Source: an optimization exercise on an open RTL-to-GDS flow (aim: small area, a short achievable clock period and few clock cycles per item). Production flows keep margins and buffers that such runs may drop. Function was checked by simulation only, so behaviour that the tests miss may differ from the original. Power and IR drop assume default switching activity.

Setup of 08-26:
## rs144_dec
module rs144_dec (
  input  wire        clk,
  input  wire        rst,
  input  wire        in_valid,
  output wire        in_ready,
  input  wire [7:0]  in_data,
  output wire        out_valid,
  input  wire        out_ready,
  output wire        out_fail,
  output wire [2:0]  out_nerr,
  output wire [31:0] out_pos,
  output wire [31:0] out_val
);
  function automatic [7:0] gf_mul(input [7:0] a, input [7:0] b);
    integer i;
    reg [7:0] p, aa;
    begin
      p  = 8'h00;
      aa = a;
      for (i = 0; i < 8; i = i + 1) begin
        if (b[i]) p = p ^ aa;
        aa = {aa[6:0], 1'b0} ^ (aa[7] ? 8'h1D : 8'h00);
      end
      gf_mul = p;
    end
  endfunction
  function automatic [7:0] to_tower(input [7:0] a);
    begin
      to_tower = ({8{a[0]}} & 8'h01) ^ ({8{a[1]}} & 8'h2b) ^ ({8{a[2]}} & 8'h40) ^
                 ({8{a[3]}} & 8'h21) ^ ({8{a[4]}} & 8'h32) ^ ({8{a[5]}} & 8'hc1) ^
                 ({8{a[6]}} & 8'h48) ^ ({8{a[7]}} & 8'h16);
    end
  endfunction
  function automatic [7:0] from_tower(input [7:0] a);
    begin
  ...
For scale: ~2500 cells after synthesis, ~480 flip-flops, about 82 I/O pins.
Settings: LEC_CHECK=0, CAP_MARGIN=20, CORE_MARGIN=2, CORE_UTILIZATION=30, PLACE_DENSITY=0.45, SLEW_MARGIN=20; clock period 10.0 ns.
standard.sh (not shown) runs the stock make flow with config.mk's settings and CLKGATE_MAP_FILE= SYNTH_SCRIPT=/design/flow/synth_recipe.tcl, a recipe that flattens the netlist after the stock synthesis.
==> flow/flow/run.sh <==
#!/bin/bash
# Standard layout, with timing repair aimed below the design's period.
set -euo pipefail
bash standard.sh SETUP_SLACK_MARGIN=7.5 finish > flow_make.log 2>&1
Testbench counts of 08-26, summed over its fixed seeds: cycles 117,456, items 800.
Input changes introduced in 03-02 (baseline for comparison: 08-26):
==> flow/run.sh (new file) <==
#!/bin/bash
# synth_recipe.tcl (not shown) runs the flow's synth.tcl, then flattens the netlist and writes it again
# the make line also repeats each setting of config.mk as NAME=value (left out here)
make -C /OpenROAD-flow-scripts/flow DESIGN_CONFIG=/design/flow/config.mk WORK_HOME=/design/flow/orfs CLKGATE_MAP_FILE= SYNTH_SCRIPT=/design/flow/synth_recipe.tcl finish
removed: flow/flow/run.sh
removed: flow/standard.sh
- Diff 08-26 and 03-02: met3 global-route usage lower in 03-02
- After synthesis and placement, the instance count of 03-02 is below that of 08-26.
- Kind of critical path = input pin to register: 03-02; kind of critical path = register to output pin: 08-26
- Taking 08-26 as the reference point, the non-clock buffer total of the final layout of 03-02 falls by 211.
- 03-02 ended up with out_ready as its launch point of the critical path; 08-26 ended up with val[1][4].
- Compared 03-02 vs 08-26, and ratio of final minimum period to clock period is up in 03-02.
- Between 08-26 and 03-02, the least setup slack across all paths after layout is lower for 03-02.
- [compare] base=08-26 new=03-02: post-route minimum period higher; growth of design area from synthesis to finish decreased by 16 points relative to the old numbers; mean number of vias per cell essentially unchanged.


Setup of run A:
rs144_dec, a different RTL version from the one above (not shown whole).
Size in the first run: roughly 2500 cells after synthesis, ~460 flip-flops, about 82 I/O pins.
==> flow/config.mk <==
export PLATFORM = sky130hd
export DESIGN_NAME = rs144_dec
export DESIGN_NICKNAME = rs144_dec
export VERILOG_FILES = /design/flow/design.v
export SDC_FILE = /design/flow/constraint.sdc
export NUM_CORES = 4
export LEC_CHECK = 0
export CAP_MARGIN = 20
export CORE_MARGIN = 2
export CORE_UTILIZATION = 60
export CTS_CLUSTER_DIAMETER = 100
export CTS_CLUSTER_SIZE = 20
export PLACE_DENSITY = 0.7
export SLEW_MARGIN = 20
export TNS_END_PERCENT = 0
==> flow/constraint.sdc <==
create_clock -name core_clock -period 10.0 [get_ports {clk}]
set_input_delay 2.0000 -clock core_clock [delete_from_list [all_inputs] [get_ports {clk}]]
set_output_delay 2.0000 -clock core_clock [all_outputs]
set_load 0.01 [all_outputs]
==> flow/flow/run.sh <==
#!/bin/bash
# Standard layout, with timing repair aimed below the design's period.
set -euo pipefail
bash standard.sh SETUP_SLACK_MARGIN=6.9 finish > flow_make.log 2>&1
Testbench counts of run A, summed over its fixed seeds: cycles 116,685, items 800.
The inputs of run B differ from those of run A as listed below.
# run A
export LEC_CHECK = 0
export CAP_MARGIN = 20
export CORE_MARGIN = 2
export CORE_UTILIZATION = 60
export CTS_CLUSTER_DIAMETER = 100
export CTS_CLUSTER_SIZE = 20
export PLACE_DENSITY = 0.7
export SLEW_MARGIN = 20
export TNS_END_PERCENT = 0
create_clock -name core_clock -period 10.0 [get_ports {clk}]
# run B
export LEC_CHECK = 0
export CAP_MARGIN = 20
export CORE_MARGIN = 2
export CORE_UTILIZATION = 60
export CTS_CLUSTER_DIAMETER = 80
export CTS_CLUSTER_SIZE = 18
export PLACE_DENSITY = 0.7
export SLEW_MARGIN = 20
create_clock -name core_clock -period 10.0 [get_ports {clk}]
==> run notes <==
- Between run A and run B, the power per cell area figures differ only marginally.
- Wire length: run A vs run B, no meaningful difference
- In the flow results for run A and run B, the signed area change from the synthesized netlist to the final layout is larger on run B.
--- input diff run B..run C ---
# run B
export LEC_CHECK = 0
export CAP_MARGIN = 20
export CORE_MARGIN = 2
export CORE_UTILIZATION = 60
export CTS_CLUSTER_DIAMETER = 80
export CTS_CLUSTER_SIZE = 18
export PLACE_DENSITY = 0.7
export SLEW_MARGIN = 20
create_clock -name core_clock -period 10.0 [get_ports {clk}]
# run C
export LEC_CHECK = 0
export CAP_MARGIN = 20
export CORE_MARGIN = 2
export CORE_UTILIZATION = 60
export CTS_CLUSTER_DIAMETER = 100
export CTS_CLUSTER_SIZE = 20
export PLACE_DENSITY = 0.7
export SLEW_MARGIN = 20
create_clock -name core_clock -period 10.0 [get_ports {clk}]
==> flow/flow/run.sh <==
#!/bin/bash
# Standard layout, with timing repair aimed below the design's period.
set -euo pipefail
bash standard.sh SETUP_SLACK_MARGIN=6.8 finish > flow_make.log 2>&1
==> run notes <==
Cmp run C and run B / number of vias in the routed layout / higher: run B. Run C ends up with a global-route met3 utilization that is 0.29 points higher than in run B. Per the comparison of run C with run B, final non-filler cell area about even; setup slack of the worst register-to-register path fell 90 ps; total power fell 0.41%. Comparing run B against run C, there is no change at all in number of remaining DRC errors. The first-pass GRT wire length number comes out lower for run B vs run C. Run C: clock share of power lower than run B. In terms of sequential share of layout area, run B and run C differ only marginally.
The inputs of run D differ from those of run C as listed below.
# run C
export LEC_CHECK = 0
export CAP_MARGIN = 20
export CORE_MARGIN = 2
export CORE_UTILIZATION = 60
export CTS_CLUSTER_DIAMETER = 100
export CTS_CLUSTER_SIZE = 20
export PLACE_DENSITY = 0.7
export SLEW_MARGIN = 20
create_clock -name core_clock -period 10.0 [get_ports {clk}]
# run D
export LEC_CHECK = 0
export CAP_MARGIN = 20
export CORE_MARGIN = 2
export CORE_UTILIZATION = 65
export CTS_CLUSTER_DIAMETER = 80
export CTS_CLUSTER_SIZE = 16
export PLACE_DENSITY = 0.75
export SLEW_MARGIN = 20
create_clock -name core_clock -period 10.0 [get_ports {clk}]
==> flow/flow/run.sh <==
#!/bin/bash
# Standard layout, with timing repair aimed below the design's period.
set -euo pipefail
bash standard.sh SETUP_SLACK_MARGIN=6.95 finish > flow_make.log 2>&1
Results
- Final worst slack was higher in run D than in run C.
- Worst clock skew: run C vs run D — no meaningful difference
- On post-route cell area: run D sits above run C.
- Looking at routed wire length on met3, run D sits about 18% above run C.

[port drivers added, routing unchanged]
Ports are ideal in the flow. The routed layouts listed here were re-timed in OpenROAD. Step 1 (the two cells are an assumption about what drives the block):
set clk [get_ports {clk}]
set_driving_cell -lib_cell sky130_fd_sc_hd__clkbuf_16 $clk
set_driving_cell -lib_cell sky130_fd_sc_hd__buf_2 [delete_from_list [all_inputs] $clk]
Step 2 moves the port delays by t, midway between the first and last clock arrival at a register: inputs arrive t later, outputs are due t later. That takes back most of the time a late clock gives input paths. Slacks: ideal ports / drivers / drivers and shift; pairs: ideal ports / drivers.
| run | t (ns) | setup slack, ns | latest minus earliest clock arrival (ns) |
|---|---|---|---|
| 08-26 | 0.666 | 6.780 / 6.721 / 6.745 | 0.032 / 0.032 |
| 03-02 | 0.661 | 5.598 / 5.634 / 4.973 | 0.024 / 0.024 |
| run A | 0.636 | 6.818 / 6.764 / 6.304 | 0.034 / 0.034 |
| run B | 0.619 | 6.939 / 6.883 / 6.409 | 0.021 / 0.021 |
| run C | 0.614 | 6.844 / 6.790 / 6.303 | 0.034 / 0.034 |
| run D | 0.581 | 6.968 / 6.912 / 6.459 | 0.025 / 0.026 |
After both steps every run listed still meets setup and hold. For 03-02, which loses most, drivers alone change the setup slack by +0.036 ns; drivers and shift together by -0.625 ns.
